Source: an optimization exercise on an open RTL-to-GDS flow (aim: small area, a short achievable clock period and few clock cycles). Production flows keep margins and buffers that such runs may drop.
Function was checked by simulation only, so behaviour that the tests miss may differ from the original.

== run A ==
==> flow/design.v <==
module angle_step (
    input  wire        clk,
    input  wire        rst,         
    input  wire        cfg_we,
    input  wire [4:0]  cfg_k,
    input  wire        s_valid,
    output wire        s_ready,
    input  wire [63:0] s_time,      
    input  wire [63:0] s_pos,       
    output wire        r_valid,
    input  wire        r_ready,
    output wire [31:0] r_angle,     
    output wire [63:0] r_time,      
    output wire [31:0] late_cnt,
    output wire [31:0] ovs_cnt,
    output wire        idle
);
    localparam [63:0] LATE_TICKS = 64'd24_000_000;   
    localparam [63:0] MIN_GAP    = 64'd12_000;       
    localparam [2:0] S_IDLE = 3'd0,
                     S_LOOP = 3'd1,
                     S_RND  = 3'd2,
                     S_FIN  = 3'd3,
                     S_RUN  = 3'd4;
    reg [2:0]   state;
    reg         c_q;                
    reg [4:0]   k;
    reg         have_prev;
    reg         hw_valid;
    reg         last_valid;
    reg         out_v;
    reg         prep;               
    reg [5:0]   cnt;                
    reg         late_f, ovs_f;      
    reg [63:0]  t_b, p_b;           
    reg [63:16] hs;                 
    reg [63:0]  dq;                 
    reg [63:0]  x;                  
    reg [63:0]  d;                  
    reg [63:0]  qb;
    reg [63:0]  ra, rb;
    reg [63:0]  tc;                 
    reg [63:0]  last_tc;            
    reg [31:16] ang;
    reg [31:0]  late_r, ovs_r;
    wire [63:0] unit, lo;
    genvar gi;
    generate
        for (gi = 0; gi < 64; gi = gi + 1) begin : g_unit
            if (gi < 16) begin : g_lo
                assign unit[gi] = 1'b0;
                assign lo[gi]   = 1'b1;
            end else if (gi <= 26) begin : g_mid
                assign unit[gi] = (k == 32 - gi);
                assign lo[gi]   = (k < 32 - gi);
            end else begin : g_hi
                assign unit[gi] = 1'b0;
                assign lo[gi]   = 1'b0;
            end
        end
    endgenerate
    wire [63:0] hs64 = {hs, 16'd0};
    wire st_idle = (state == S_IDLE);
    wire st_loop = (state == S_LOOP) && !prep;
    wire st_prep = (state == S_LOOP) && prep;
    wire st_rnd  = (state == S_RND);
    wire st_fin  = (state == S_FIN);
    wire st_run  = (state == S_RUN);
    wire [63:0] pb_al = p_b & ~lo;
    wire        use_n = hw_valid && ($signed(hs64) > $signed(p_b));
    wire [63:0] base  = use_n ? hs64 : pb_al;
    wire        act   = $signed(base) < $signed(s_pos & ~lo);
    wire [63:0] inc_in = st_idle ? base : hs64;
    wire [63:0] inc_o  = ((inc_in | lo) + 64'd1) & ~lo;   
    assign s_ready = st_idle && !cfg_we;
    wire accept = s_valid && s_ready;
    wire        b    = dq[63];
    wire [66:0] a_a  = st_loop ? {2'b0, ra, 1'b0} : {3'b0, ra};
    wire [66:0] a_b  = st_loop ? (b ? {3'b0, x} : 67'd0) :
                       st_rnd  ? {4'b0, d[63:1]} :
                       (st_fin || st_run) ? {3'b0, rb} : 67'd0;
    wire [66:0] a_c1 = {3'b0, d};
    wire [66:0] pa   = a_a + a_b;
    wire [66:0] pa1  = pa - a_c1;
    wire [66:0] pa2  = pa - {2'b0, d, 1'b0};
    wire [66:0] b_a  = (state == S_LOOP) ? {2'b0, rb, 1'b0} : st_idle ? {3'b0, s_time} :
                       {3'b0, tc};
    wire [66:0] b_b  = st_loop ? (b ? {3'b0, unit} : 67'd0) :
                       st_fin  ? {3'b0, dq} :
                       st_run  ? {3'b0, qb} : 67'd0;
    wire        cr   = !pa1[66];                        
    wire        b_ci = (st_fin || st_run) && c_q;
    wire [67:0] pbw  = {b_a, b_ci} + {b_b, b_ci};
    wire [66:0] pb   = pbw[67:1];
    wire [66:0] b_c1 = (state == S_LOOP) ? {3'b0, d} : {3'b0, last_tc};
    wire [66:0] b_c2 = st_loop ? {2'b0, d, 1'b0} : {3'b0, t_b};
    wire [66:0] pb1  = pb - b_c1;
    wire [66:0] pb2  = pb - b_c2;
    wire        later = s_time > t_b;
    wire        ca2  = !pa2[66], ca1 = !pa1[66];
    wire        cb2  = !pb2[66], cb1 = !pb1[66];
    wire        ca_lo = ca1 && !ca2, cb_lo = cb1 && !cb2;
    wire [62:0] dq_p1 = dq[62:0] + 63'd1;               
    wire [63:0] qb_p1 = qb + 64'd1;
    wire [62:0] dq_hi = ca2 ? dq_p1 : dq[62:0];
    wire [63:0] qb_hi = cb2 ? qb_p1 : qb;
    wire [63:0] nm1 = (dq[63:32] == 32'd0) ? {dq[31:0], 32'd0}  : dq;
    wire [63:0] nm2 = (nm1[63:48] == 16'd0) ? {nm1[47:0], 16'd0} : nm1;
    wire [63:0] nm3 = (nm2[63:56] == 8'd0)  ? {nm2[55:0], 8'd0}  : nm2;
    wire [63:0] nm4 = (nm3[63:60] == 4'd0)  ? {nm3[59:0], 4'd0}  : nm3;
    wire [63:0] nm5 = (nm4[63:62] == 2'd0)  ? {nm4[61:0], 2'd0}  : nm4;
    wire [63:0] nm6 = (nm5[63] == 1'b0)     ? {nm5[62:0], 1'b0}  : nm5;
    wire [5:0]  nlz = {dq[63:32] == 32'd0, nm1[63:48] == 16'd0, nm2[63:56] == 8'd0,
                       nm3[63:60] == 4'd0, nm4[63:62] == 2'd0, nm5[63] == 1'b0};
    wire        res_now   = !late_f && !ovs_f;
    wire        late_nx   = (pb2[63:0] != 64'd0) && (pb2[63:0] < (64'd0 - LATE_TICKS));
    wire        gap_small = (pb1[63:0] < MIN_GAP);
    wire        inc_small = c_q ? (qb < MIN_GAP - 64'd1) : (qb < MIN_GAP);
    wire        ovs_nx    = (st_run && res_now) ? inc_small : (last_valid && gap_small);
    wire        last_st = (hs64 == pb_al);
    wire        can_go  = !out_v || r_ready;
    wire        cnt_up  = can_go && st_run && !res_now;
    wire [31:0] cnt_in  = late_f ? late_r : ovs_r;
    wire [31:0] cnt_inc = cnt_in + 32'd1;
    wire        cnt_sat = (cnt_in == 32'hFFFF_FFFF);
    assign idle     = st_idle && !out_v;
    assign r_valid  = out_v;
    assign r_angle  = {ang, 16'd0};
    assign r_time   = last_tc;
    assign late_cnt = late_r;
    assign ovs_cnt  = ovs_r;
    always @(posedge clk) begin
        if (rst) begin
            state      <= S_IDLE;
            k          <= 5'd10;
            have_prev  <= 1'b0;
            hw_valid   <= 1'b0;
            last_valid <= 1'b0;
            out_v      <= 1'b0;
            late_r     <= 32'd0;
            ovs_r      <= 32'd0;
        end else begin
            if (out_v && r_ready)
                out_v <= 1'b0;
            if (cnt_up && !cnt_sat) begin
                if (late_f)
                    late_r <= cnt_inc;
                else
                    ovs_r  <= cnt_inc;
            end
            case (state)
            S_IDLE: begin
                if (cfg_we) begin
                    if (cfg_k >= 5'd6 && cfg_k <= 5'd16)
                        k <= cfg_k;
                    hw_valid   <= 1'b0;
                    last_valid <= 1'b0;
                end else if (accept) begin
                    if (!have_prev || later) begin
                        have_prev <= 1'b1;
                        t_b       <= s_time;
                        p_b       <= s_pos;
                    end
                    if (have_prev && later && act) begin
                        dq       <= pb2[63:0];
                        ra       <= s_pos;          
                        d        <= p_b;            
                        rb       <= inc_o[63:1];
                        tc       <= t_b;
                        hs       <= inc_o[63:16];
                        hw_valid <= 1'b1;
                        qb       <= 64'd0;
                        prep     <= 1'b1;
                        state    <= S_LOOP;
                    end
                end
            end
            S_LOOP: begin
                if (prep) begin
                    x    <= pb1[63:0];
                    d    <= pa1[63:0];
                    ra   <= 64'd0;
                    rb   <= 64'd0;
                    dq   <= nm6;
                    cnt  <= nlz;
                    prep <= 1'b0;
                end else begin
                    ra  <= ca2 ? pa2[63:0] : ca1 ? pa1[63:0] : pa[63:0];
                    rb  <= cb2 ? pb2[63:0] : cb1 ? pb1[63:0] : pb[63:0];
                    dq  <= {dq_hi, ca_lo};
                    qb  <= {qb_hi[62:0], cb_lo};
                    cnt <= cnt + 6'd1;
                    if (cnt == 6'd63)
                        state <= S_RND;
                end
            end
            S_RND: begin
                ra     <= cr ? pa1[63:0] : pa[63:0];
                c_q    <= cr;
                state  <= S_FIN;
            end
            S_FIN: begin
                ra     <= cr ? pa1[63:0] : pa[63:0];
                c_q    <= cr;
                tc     <= pb[63:0];
                late_f <= late_nx;
                ovs_f  <= ovs_nx;
                state  <= S_RUN;
            end
            S_RUN: begin
                if (can_go) begin
                    if (res_now) begin
                        out_v      <= 1'b1;
                        last_valid <= 1'b1;
                        last_tc    <= tc;
                        ang        <= hs[31:16];
                    end
                    ra     <= cr ? pa1[63:0] : pa[63:0];
                    c_q    <= cr;
                    tc     <= pb[63:0];
                    late_f <= late_nx;
                    ovs_f  <= ovs_nx;
                    if (last_st)
                        state <= S_IDLE;
                    else
                        hs <= inc_o[63:16];
                end
            end
            default: state <= S_IDLE;
            endcase
        end
    end
endmodule
==> flow/config.mk <==
export PLATFORM = sky130hd
export DESIGN_NAME = angle_step
export DESIGN_NICKNAME = angle_step
export VERILOG_FILES = /design/flow/design.v
export SDC_FILE = /design/flow/constraint.sdc
export NUM_CORES = 4
export LEC_CHECK = 0
export CAP_MARGIN = 20
export CORE_MARGIN = 2
export CORE_UTILIZATION = 45
export CTS_BUF_LIST = sky130_fd_sc_hd__clkbuf_4 sky130_fd_sc_hd__clkbuf_8
export PLACE_DENSITY = 0.65
export SETUP_SLACK_MARGIN = 5.0
export SLEW_MARGIN = 20
==> flow/constraint.sdc <==
create_clock -name core_clock -period 14.0 [get_ports {clk}]
set_input_delay 2.8000 -clock core_clock [delete_from_list [all_inputs] [get_ports {clk}]]
set_output_delay 2.8000 -clock core_clock [all_outputs]
set_load 0.01 [all_outputs]
run.sh (not shown) runs the stock make flow with config.mk's settings and CLKGATE_MAP_FILE= SYNTH_SCRIPT=/design/flow/synth_recipe.tcl, a recipe that flattens the netlist after the stock synthesis.
Run A: all stages complete, timing, DRC and antenna checks passed
Testbench counts of run A, summed over its fixed seeds: cycles 96,340.
## Diff of input files: run C against run A
- a change of SETUP_SLACK_MARGIN from 5.0 to 3.0
==> comparison <==
- On clock network area share, run A and run C are basically level.
- For register area, run C and run A come out practically identical.
- Against run A, fill cell total of the finished layout in run C rose by a few percent.
- Run C against run A: count of placed standard cells including taps essentially unchanged; setup slack at placement increased 880 ps; non-clock buffer count decreased about 36%; worst hold slack decreased 14 ps.

[what the ideal ports hide]
The results above use ideal ports. As a check the final layouts listed here were re-extracted and re-timed, cells and wires unchanged.
Step 1 assumes that a clkbuf_16 drives the clock port and a buf_2 every other input.
Step 2 moves the port delays by t, midway between the first and last clock arrival at a register: inputs arrive t later, outputs are due t later. That takes back most of the time a late clock gives input paths.
a / b / c = ideal / step 1 / step 2; a / b = the first two.
| run | t (ns) | setup WS [ns] | cell pins on the clock port's net |
|---|---|---|---|
| run A | 1.028 | 4.606 / 4.526 / 3.498 | 1 |
| run C | 1.010 | 3.211 / 3.235 / 2.226 | 1 |
After both steps every run listed still meets setup and hold. The setup slack of run A, which loses most, moves by -0.080 ns with the drivers and by -1.108 ns with both steps.
